What follows belongs to an exercise in optimizing a design on an open flow for small area; a production flow would make more cautious choices.
The RTL was checked by simulation tests, not by an equivalence proof against the original design.

== yarrow ==
## rdsp_acc_unit
module rdsp_acc_unit (
    input  wire        clk,
    input  wire        rst,
    input  wire        in_valid,
    input  wire [3:0]  in_op,
    input  wire [1:0]  in_ad,
    input  wire [1:0]  in_as,
    input  wire [31:0] in_s,
    input  wire [31:0] in_t,
    input  wire [31:0] in_x,
    input  wire [4:0]  in_sh,
    input  wire [1:0]  in_w,
    input  wire [4:0]  in_b,
    input  wire        in_sat,
    input  wire        clr_sticky,
    output reg         out_xv,
    output reg  [31:0] out_x,
    output reg         out_fv,
    output reg         out_z,
    output reg         out_n,
    output reg         out_av,
    output reg         out_lv
);
    localparam OP_MPY2 = 4'd0;
    localparam OP_MAC2 = 4'd1;
    localparam OP_MSU2 = 4'd2;
    localparam OP_MACD = 4'd3;
    localparam OP_MACX = 4'd4;
    localparam OP_MACL = 4'd5;
    localparam OP_MACH = 4'd6;
    localparam OP_NOPM = 4'd7;
    localparam OP_CLR  = 4'd8;
    localparam OP_MVXA = 4'd9;
    localparam OP_STAX = 4'd10;
    localparam OP_ADDA = 4'd11;
    localparam OP_SUBA = 4'd12;
    localparam OP_SRA  = 4'd13;
    localparam OP_ABSA = 4'd14;
    localparam OP_BITA = 4'd15;
    reg [39:0] acc0, acc1, acc2, acc3;
    reg [3:0]  zm;
    reg [39:0] r_val;
    reg        r_we;
    reg [1:0]  r_ad;
    reg        r_xv;
    reg        r_fv;
    reg        r_av;
    reg        r_lv;
    wire is_mac = (in_op <= OP_MACH);
    wire op_mpy = (in_op == OP_MPY2);
    wire op_msu = (in_op == OP_MSU2);
    wire op_macd = (in_op == OP_MACD);
    wire op_macx = (in_op == OP_MACX);
    wire op_macl = (in_op == OP_MACL);
    wire op_mach = (in_op == OP_MACH);
    wire op_clr  = (in_op == OP_CLR);
    wire op_mvxa = (in_op == OP_MVXA);
    wire op_stax = (in_op == OP_STAX);
    wire op_adda = (in_op == OP_ADDA);
    wire op_suba = (in_op == OP_SUBA);
    wire op_sra  = (in_op == OP_SRA);
    wire op_absa = (in_op == OP_ABSA);
    wire op_bita = (in_op == OP_BITA);
    wire hit   = r_we && (r_ad == in_ad);
    wire d_byp = is_mac && hit;
    wire [3:0] d_sel;
    assign d_sel[0] = (in_ad == 2'd0) && !zm[0] && !op_mpy && !d_byp;
    assign d_sel[1] = (in_ad == 2'd1) && !zm[1] && !op_mpy && !d_byp;
    assign d_sel[2] = (in_ad == 2'd2) && !zm[2] && !op_mpy && !d_byp;
    assign d_sel[3] = (in_ad == 2'd3) && !zm[3] && !op_mpy && !d_byp;
  ...
Size: ~3200 cells after synthesis, about 290 flip-flops.
make LEC_CHECK=0 CAP_MARGIN=20 CORE_MARGIN=2 CORE_UTILIZATION=40 PLACE_DENSITY=0.6 SLEW_MARGIN=20 SYNTH_HIERARCHICAL=1 finish   # period 12.0 ns
run.sh (not shown) runs the stock make flow with config.mk's settings and CLKGATE_MAP_FILE= SYNTH_SCRIPT=/design/flow/synth_recipe.tcl, a recipe that flattens the netlist after the stock synthesis.
yarrow closes out successfully: all stages finished, all timing, DRC and antenna checks passed.
Modified inputs, xenon compared to yarrow
- CORE_UTILIZATION now 50, was 40
- PLACE_DENSITY now 0.7, was 0.6
==> flow/flow/run.sh (new file) <==
#!/bin/bash
# The standard layout (the standard.sh: standard synthesis, floorplan,
# placement, CTS, routing), with two changes:
#  - the buffers that placement puts on every input and output port are the
#    smallest buffer cell instead of the delay-cell buffer buffer_ports picks
#    by itself (timing repair still resizes them where timing needs it);
#  - CTS clusters up to 20 sinks within 80 um per leaf buffer and adds no
#    dummy loads to the clock tree's leaves.
# make's full output goes to standard.log here; ORFS keeps each step's log
# under orfs/logs/.
set -euo pipefail
export BUFFER_PORTS_ARGS="-buffer_cell sky130_fd_sc_hd__buf_1"
export CTS_ARGS="-sink_clustering_enable -repair_clock_nets -dont_use_dummy_load -sink_clustering_size 20 -sink_clustering_max_diameter 80"
bash standard.sh > standard.log 2>&1
==> flow/standard.sh (new file) <==
#!/bin/bash
# synth_recipe.tcl (not shown) runs the flow's synth.tcl, then flattens the netlist and writes it again
# the make line also repeats each setting of config.mk as NAME=value (left out here)
make -C /OpenROAD-flow-scripts/flow DESIGN_CONFIG=/design/flow/config.mk WORK_HOME=/design/flow/orfs CLKGATE_MAP_FILE= SYNTH_SCRIPT=/design/flow/synth_recipe.tcl "${@:-finish}"
removed: flow/run.sh
### Flow results
[compare] base=yarrow new=xenon: time the final worst path needs with I/O delays and setup went down 140 ps, final instance count without filler cells went down 239, chip height went down 10%, signed area change from the synthesized netlist to the final layout went down 6.0 points. Area of all placed cells without fillers in xenon is about 5% lower than in yarrow.
Setup changes, xenon to fjord
- PLACE_DENSITY now 0.6, was 0.7
- CORE_UTILIZATION now 40, was 50
==> flow/flow/run.sh <==
#!/bin/bash
# The standard layout (the standard.sh: standard synthesis, floorplan,
# placement, CTS, routing), with one change: the buffers that placement puts
# on every input and output port are the smallest buffer cell instead of the
# delay cell buffer_ports picks by itself. Timing repair still resizes them
# where timing needs it. make's full output goes to standard.log here; ORFS
# keeps each step's log under orfs/logs/.
set -euo pipefail
export BUFFER_PORTS_ARGS="-buffer_cell sky130_fd_sc_hd__buf_1"
bash standard.sh > standard.log 2>&1
Diff xenon..fjord | synthesized cell count | unchanged. Global-route usage over all layers, fjord and xenon: larger value in xenon. Compared xenon against fjord; clock-pin slew reported for the worst setup and hold paths after clock tree synthesis within noise. Re first-iteration DRC count: fjord and xenon aren't equal, and the higher value belongs to fjord. Between fjord and xenon, final-layout clock-cell area share is higher for fjord, xenon comes in under that. Fmax | fjord vs xenon | fjord faster. For the sequential portion of the cell area, fjord came in 0.38 points lower than xenon did. fjord against xenon; cell count after placement is up by a few percent. fjord — count of buffers not belonging to the clock network in the layout 3.3% lower, xenon as reference.
Setup changes, fjord to indigo
==> flow/flow/run.sh <==
#!/bin/bash
# The standard layout (the standard.sh: standard synthesis, floorplan,
# placement, CTS, routing), with two changes:
#  - the buffers that placement puts on every input and output port are the
#    smallest buffer cell instead of the delay-cell buffer buffer_ports picks
#    by itself (timing repair still resizes them where timing needs it);
#  - CTS clusters up to 20 sinks within 80 um per leaf buffer and adds no
#    dummy loads to the clock tree's leaves.
# make's full output goes to standard.log here; ORFS keeps each step's log
# under orfs/logs/.
set -euo pipefail
export BUFFER_PORTS_ARGS="-buffer_cell sky130_fd_sc_hd__buf_1"
export CTS_ARGS="-sink_clustering_enable -repair_clock_nets -dont_use_dummy_load -sink_clustering_size 20 -sink_clustering_max_diameter 80"
bash standard.sh > standard.log 2>&1
Notes after the runs:
indigo ended with every stage complete and zero timing, DRC or antenna violations.
| worst hold slack | fjord vs indigo | ≈ equal |
Met1 usage (lower): fjord
When the final numbers for indigo and fjord were put side by side, the worst setup slack turned out to be smaller in fjord.

## what the ideal ports hide
The flow's constraints put no driver on any port. The routed layouts listed below were extracted and timed again, unchanged, in two steps. Step 1, drivers: a clkbuf_16 drives clk and a buf_2 each remaining input, both assumed. Step 2 adds t to the input delays and takes it off the output delays; t is the mean of the earliest and latest rising clock arrival at the registers after step 1. Input paths then give back, and output paths get back, about the clock's delay inside the block. Three values: ideal, step 1, step 2; two values: the first two.
| run | t (ns) | setup slack, ns | slew at the worst register clock pin (ns) |
|---|---|---|---|
| yarrow | 0.639 | 0.395 / 0.411 / -0.228 | 0.08 / 0.08 |
| xenon | 0.581 | 0.533 / 0.562 / -0.018 | 0.09 / 0.09 |
| fjord | 0.649 | 0.665 / 0.592 / -0.057 | 0.08 / 0.08 |
| indigo | 0.590 | 0.693 / 0.636 / 0.047 | 0.09 / 0.09 |
Met with ideal ports but missed after step 2: setup timing in yarrow, xenon and fjord. The setup slack of fjord, which loses most, moves by -0.073 ns with the drivers and by -0.722 ns with both steps.
